Context: an optimization exercise on an open-source flow, tuned for small area, a short achievable clock period and few clock cycles per item. The choices shown serve that exercise and are no tape-out recipe.
In this exercise RTL edits were held to simulation tests only and were not proved equivalent to the original.
Power and IR drop assume default switching activity.

Setup of the previous run:
==> flow/design.v <==
module sp_coder (
    input  wire        clk,
    input  wire        rst,            
    input  wire        in_valid,
    output wire        in_ready,
    input  wire [3:0]  in_slot,
    input  wire [63:0] in_p,           
    input  wire        in_skip,        
    input  wire        in_still,
    input  wire        in_jump,
    input  wire        in_refresh,
    output reg         out_valid,
    input  wire        out_ready,
    output reg  [3:0]  out_slot,
    output reg  [7:0]  out_code,
    output reg         out_esc_valid,
    output reg  [63:0] out_esc
);
    localparam NSLOT = 16;
    localparam [7:0] CODE_JUMP  = 8'h7F;
    localparam [7:0] CODE_TRACK = 8'h81;
    localparam [7:0] CODE_STILL = 8'h80;
    localparam [3:0] HEAD_RST = 4'd14;
    localparam W    = 5;
    localparam NALU = (64 + W - 1) / W;
    reg [63:0] ring_r [0:NSLOT-1];
    reg [63:0] ring_v [0:NSLOT-1];
    reg [NSLOT-1:1] stale;
    reg [3:0] head;
    reg       rst_q;               
    reg        a_valid;
    reg        a_match;            
    reg [3:0]  a_slot;
    reg [63:0] a_p;
    reg        a_skip, a_still, a_jump, a_refresh;
    reg        s_valid;
    reg [3:0]  s_slot;
    reg [7:0]  s_code;
    reg        s_esc_valid;
    wire go = a_valid && a_match && !s_valid;
    wire out_free = !out_valid || out_ready;
    reg  s_hit;                    
    wire s_move   = s_valid && (!s_esc_valid || s_hit);
    wire s_valid_n = !rst && (out_free ? (s_valid && !s_move) : (s_valid || go));
    reg  rdy_q;
    assign in_ready = rdy_q;
    wire en_a = !a_valid || go;
    wire [63:0] nr    = ring_r[0];
    wire [63:0] nv    = ring_v[0];
    wire [63:0] r_cur = ~nr;
    wire [63:0] v_cur = ~nv;
    wire [63:0] p     = a_p;
    wire [63:0] su    = p ^ nr ^ nv;
    wire [63:0] cy    = {(p[62:0] & nr[62:0]) | (p[62:0] & nv[62:0]) | (nr[62:0] & nv[62:0]), 1'b1};
    wire [15:0] e_lo  = {1'b0, su[14:0]} + {1'b0, cy[14:0]} + 16'd1;
    wire        c15   = e_lo[15];
    wire [15:0] e16   = {su[15] ^ cy[15] ^ c15, e_lo[14:0]};
    wire [48:0] ha    = su[63:15];
    wire [48:0] hb    = cy[63:15];
    wire [48:0] hx    = ha ^ hb;
    wire        all0  = (hx[0] == c15)  && ((ha[47:0] | hb[47:0]) == hx[48:1]);
    wire        all1  = (hx[0] == !c15) && ((ha[47:0] & hb[47:0]) == ~hx[48:1]);
    wire        lo_ok = all0 ? (e16[15] == 1'b0 && e16[14:0] <= 15'h7E7F)
                             : (e16[15] == 1'b1 && e16[14:0] >= 15'h0180);
    wire        c_ok  = (all0 || all1) && lo_ok;
    wire [15:0] t16   = su[15:0] + cy[15:0] + 16'd129;      
    wire [8:0]  k     = 9'd128 - {1'b0, t16[7:0]};
    wire mode_skip  = a_skip;
    wire mode_still = !a_skip && a_still;
    wire mode_pq    = !a_skip && !a_still && !a_jump;    
    wire mode_p     = !a_skip && !a_still;               
    wire esc        = mode_p && !use_c;
    reg [7:0]  code_fix;
    always @(*) begin
        if (a_skip)                  code_fix = 8'd0;
        else if (a_still)            code_fix = CODE_STILL;
        else if (a_jump)             code_fix = CODE_JUMP;
        else                         code_fix = CODE_TRACK;
    end
    wire       step_ok = mode_pq && !a_refresh;      
    wire       use_c   = step_ok && c_ok;
    wire [7:0] code    = use_c ? t16[15:8] : code_fix;
    reg sel_p, sel_rk, sel_nr, sel_vk;
    wire [63:0] r1_d = sel_p ? p : r_cur;
    wire [63:0] r1_q = ({64{sel_p}} & p) | ({64{sel_rk}} & r_cur);
    wire [63:0] v1_q = ({64{sel_nr}} & nr) | ({64{sel_vk}} & v_cur);
    reg [NALU:1] op_pq;
    reg [NALU:1] op_skip;
    reg [NALU:1] k_neg;
    reg [NALU:1] stp;              
    reg [7:0]    kd [1:NALU];      
    reg [NALU:2] cr;               
    reg [NALU:2] cv;               
    wire [63:0] r_alu [1:NALU];
    wire [63:0] v_alu [1:NALU];
    wire [NALU:1] cr_out, cv_out;
    genvar g, b;
    generate
        for (g = 1; g <= NALU; g = g + 1) begin : alu
            localparam LO = (g - 1) * W;
            localparam HI = (g * W > 64) ? 63 : g * W - 1;
            wire [HI-LO+1:0] crc;
            wire [HI-LO+1:0] cvc;
            if (g == 1) begin : first
                assign crc[0] = 1'b0;
                assign cvc[0] = 1'b1;
            end else begin : next
                assign crc[0] = cr[g];
                assign cvc[0] = cv[g];
            end
            for (b = LO; b <= HI; b = b + 1) begin : bit_
                wire kb  = (b < 8) ? (stp[g] & kd[g][(b < 8) ? b : 0]) : k_neg[g];
                wire rb  = ring_r[g][b];
                wire vb  = ring_v[g][b];
                wire xb  = op_skip[g] ? vb : kb;
                wire ci  = crc[b-LO];
                wire rn  = rb ^ xb ^ ci;
                wire nvb = vb;
                wire di  = cvc[b-LO];
                assign crc[b-LO+1] = (rb & xb) | (rb & ci) | (xb & ci);
                assign cvc[b-LO+1] = (rn & nvb) | (rn & di) | (nvb & di);
                assign r_alu[g][b] = rn;
                assign v_alu[g][b] = op_pq[g] ? (rn ^ nvb ^ di) : vb;
            end
            if (LO > 0) begin : keep_lo
                assign r_alu[g][LO-1:0] = ring_r[g][LO-1:0];
                assign v_alu[g][LO-1:0] = ring_v[g][LO-1:0];
            end
            if (HI < 63) begin : keep_hi
                assign r_alu[g][63:HI+1] = ring_r[g][63:HI+1];
                assign v_alu[g][63:HI+1] = ring_v[g][63:HI+1];
            end
            assign cr_out[g] = crc[HI-LO+1];
            assign cv_out[g] = cvc[HI-LO+1];
        end
    endgenerate
    always @(posedge clk) begin
        op_pq[1]   <= go && mode_pq;
        op_skip[1] <= go && mode_skip;
        kd[1]      <= k[7:0];
        stp[1]     <= go && use_c;
        k_neg[1]   <= go && use_c && k[8];
    end
    generate
        for (g = 2; g <= NALU; g = g + 1) begin : alu_regs
            always @(posedge clk) begin
                op_pq[g]   <= op_pq[g-1];
                op_skip[g] <= op_skip[g-1];
                k_neg[g]   <= k_neg[g-1];
                kd[g]      <= kd[g-1];
                stp[g]     <= stp[g-1];
                cr[g]      <= cr_out[g-1];
                cv[g]      <= cv_out[g-1];
            end
        end
    endgenerate
    integer j;
    always @(posedge clk) begin
        if (stale[NSLOT-1]) begin
            ring_r[0] <= ~64'd0;
            ring_v[0] <= ~64'd0;
        end else begin
            ring_r[0] <= ~ring_r[NSLOT-1];
            ring_v[0] <= ~ring_v[NSLOT-1];
        end
        ring_r[1] <= r1_q;
        ring_v[1] <= v1_q;
        for (j = 2; j <= NALU + 1; j = j + 1) begin
            ring_r[j] <= r_alu[j-1];
            ring_v[j] <= v_alu[j-1];
        end
        for (j = NALU + 2; j < NSLOT; j = j + 1) begin
            ring_r[j] <= ring_r[j-1];
            ring_v[j] <= ring_v[j-1];
        end
    end
    always @(posedge clk) begin
        rst_q <= rst;
        if (rst) begin
            stale <= {(NSLOT-1){1'b1}};
            head  <= HEAD_RST;
        end else begin
            stale <= {stale[NSLOT-2:1], 1'b0};
            head  <= head + 4'd1;
        end
    end
    wire       a_valid_n = !rst && (en_a ? in_valid : a_valid);
    wire [3:0] a_slot_n  = en_a ? in_slot : a_slot;
    wire       a_match_n = (a_slot_n == head + 4'd1);
    wire       go_n      = a_valid_n && a_match_n && !s_valid_n;
    wire       skip_n    = en_a ? in_skip  : a_skip;
    wire       still_n   = en_a ? in_still : a_still;
    wire       jump_n    = en_a ? in_jump  : a_jump;
    always @(posedge clk) begin
        sel_p  <= go_n && !skip_n && !still_n;
        sel_rk <= !rst && !(go_n && !skip_n && !still_n);
        sel_nr <= go_n && !skip_n && !still_n && !jump_n;
        sel_vk <= !rst && (!go_n || skip_n || (!still_n && jump_n));
        s_hit  <= ((go ? a_slot : s_slot) == head + 4'd1);
    end
    always @(posedge clk) begin
        a_valid <= a_valid_n;
        a_match <= a_match_n;
        rdy_q   <= !a_valid_n || (a_match_n && !s_valid_n);
        if (en_a) begin
            a_slot    <= in_slot;
            a_p       <= in_p;
            a_skip    <= in_skip;
            a_still   <= in_still;
            a_jump    <= in_jump;
            a_refresh <= in_refresh;
        end
    end
    always @(posedge clk) begin
        s_valid <= s_valid_n;
        if (rst) begin
            out_valid <= 1'b0;
        end else if (out_free) begin
            out_valid <= s_move || go;
        end
    end
    always @(posedge clk) begin
        if (go) begin
            s_slot      <= a_slot;
            s_code      <= code;
            s_esc_valid <= esc;
        end
        if (out_free) begin
            if (s_valid) begin
                out_slot      <= s_slot;
                out_code      <= s_code;
                out_esc_valid <= s_esc_valid;
            end else begin
                out_slot      <= a_slot;
                out_code      <= code;
                out_esc_valid <= esc;
            end
            out_esc <= r1_d;
        end
    end
endmodule
Settings: LEC_CHECK=0, CAP_MARGIN=20, CORE_MARGIN=2, CORE_UTILIZATION=60, CTS_CLUSTER_DIAMETER=120, CTS_CLUSTER_SIZE=24, SLEW_MARGIN=20; clock period 14.5 ns.
standard.sh (not shown) runs the stock make flow with config.mk's settings and CLKGATE_MAP_FILE= SYNTH_SCRIPT=/design/flow/synth_recipe.tcl, a recipe that flattens the netlist after the stock synthesis.
==> flow/flow/run.sh <==
#!/bin/bash
# The standard layout (standard.sh), with one change: the buffers that
# buffer_ports puts on every input and output port are sky130_fd_sc_hd__buf_2
# instead of the cell buffer_ports picks by default (a clkdlybuf4s50 delay
# cell). The full make output is kept in standard.log.
set -euo pipefail
bash standard.sh "BUFFER_PORTS_ARGS=-buffer_cell sky130_fd_sc_hd__buf_2" finish > standard.log 2>&1
The previous run completed end to end with timing, DRC and antenna clean.
Testbench counts of the previous run, summed over its fixed seeds: cycles 6,160, items 6,144.
Input changes introduced in the current run (baseline for comparison: the previous run):
--- a/flow/design.v
+++ b/flow/design.v
@@ -45,11 +45,11 @@
     reg  rdy_q;
     assign in_ready = rdy_q;
     wire en_a = !a_valid || go;
-    wire [63:0] nr    = ring_r[0];
-    wire [63:0] nv    = ring_v[0];
-    wire [63:0] r_cur = ~nr;
-    wire [63:0] v_cur = ~nv;
+    wire [63:0] r_cur = ring_r[0];
+    wire [63:0] v_cur = ring_v[0];
     wire [63:0] p     = a_p;
+    wire [63:0] nr    = ~r_cur;
+    wire [63:0] nv    = ~v_cur;
     wire [63:0] su    = p ^ nr ^ nv;
     wire [63:0] cy    = {(p[62:0] & nr[62:0]) | (p[62:0] & nv[62:0]) | (nr[62:0] & nv[62:0]), 1'b1};
     wire [15:0] e_lo  = {1'b0, su[14:0]} + {1'b0, cy[14:0]} + 16'd1;
@@ -83,7 +83,7 @@
     reg sel_p, sel_rk, sel_nr, sel_vk;
     wire [63:0] r1_d = sel_p ? p : r_cur;
     wire [63:0] r1_q = ({64{sel_p}} & p) | ({64{sel_rk}} & r_cur);
-    wire [63:0] v1_q = ({64{sel_nr}} & nr) | ({64{sel_vk}} & v_cur);
+    wire [63:0] v1_q = ({64{sel_nr}} & ~r_cur) | ({64{sel_vk}} & v_cur);
     reg [NALU:1] op_pq;
     reg [NALU:1] op_skip;
     reg [NALU:1] k_neg;
@@ -157,11 +157,11 @@
     integer j;
     always @(posedge clk) begin
         if (stale[NSLOT-1]) begin
-            ring_r[0] <= ~64'd0;
-            ring_v[0] <= ~64'd0;
+            ring_r[0] <= 64'd0;
+            ring_v[0] <= 64'd0;
         end else begin
-            ring_r[0] <= ~ring_r[NSLOT-1];
-            ring_v[0] <= ~ring_v[NSLOT-1];
+            ring_r[0] <= ring_r[NSLOT-1];
+            ring_v[0] <= ring_v[NSLOT-1];
         end
         ring_r[1] <= r1_q;
         ring_v[1] <= v1_q;
Notes after the runs:
The current run — share of power burned in combinational logic 0.2 points higher, the previous run as reference. Comparing the current run and the previous run, the higher core outline area was measured on the current run. Utilization: the current run vs the previous run, no meaningful difference. The current run -> the previous run: max-capacitance violation count delta 0, exact match. Summary of the current run over the previous run: layout filler cell count rose about 2.7%; count of cell types in the netlist rose 20%; final standard cell count with taps included and fillers excluded rose 4.3%; proportion of layout cells with a drive suffix above 1 fell 0.24 points. From the previous run to the current run the numbers moved as follows: fmax has increased; share of cell area taken by multi-input logic gates has increased. Comparing the current run and the previous run, the lower part of the cycle the worst path needs was measured on the current run. The current run vs. the previous run: area of the multi-input gates increased 550 um2, row count went up, cell internal power dissipation has increased.
Testbench counts of the current run, summed over its fixed seeds: cycles 6,160, items 6,144.

## re-timing with driven ports
In the flow no input, the clock included, has a driving cell. The finished layouts below were timed again as built, in two steps.
Step 1 sets driving cells, clkbuf_16 on the clock port and buf_2 on the other inputs (assumed; they add their load-dependent delay and slew).
Step 2 also shifts input and output timing later by t, the mid clock arrival at the registers, as if the neighbouring blocks saw the same clock.
Slacks: ideal / step 1 / step 2; pairs: ideal / step 1.
run | t, ns | slack for setup (ns) | clock arrival spread, ns
the previous run | 0.763 | 9.956 / 9.956 / 9.597 | 0.032 / 0.032
the current run | 0.774 | 10.066 / 10.066 / 9.805 | 0.034 / 0.033
After both steps every run listed still meets setup and hold. The setup slack of the previous run, which loses most, moves by 0.000 ns with the drivers and by -0.359 ns with both steps.
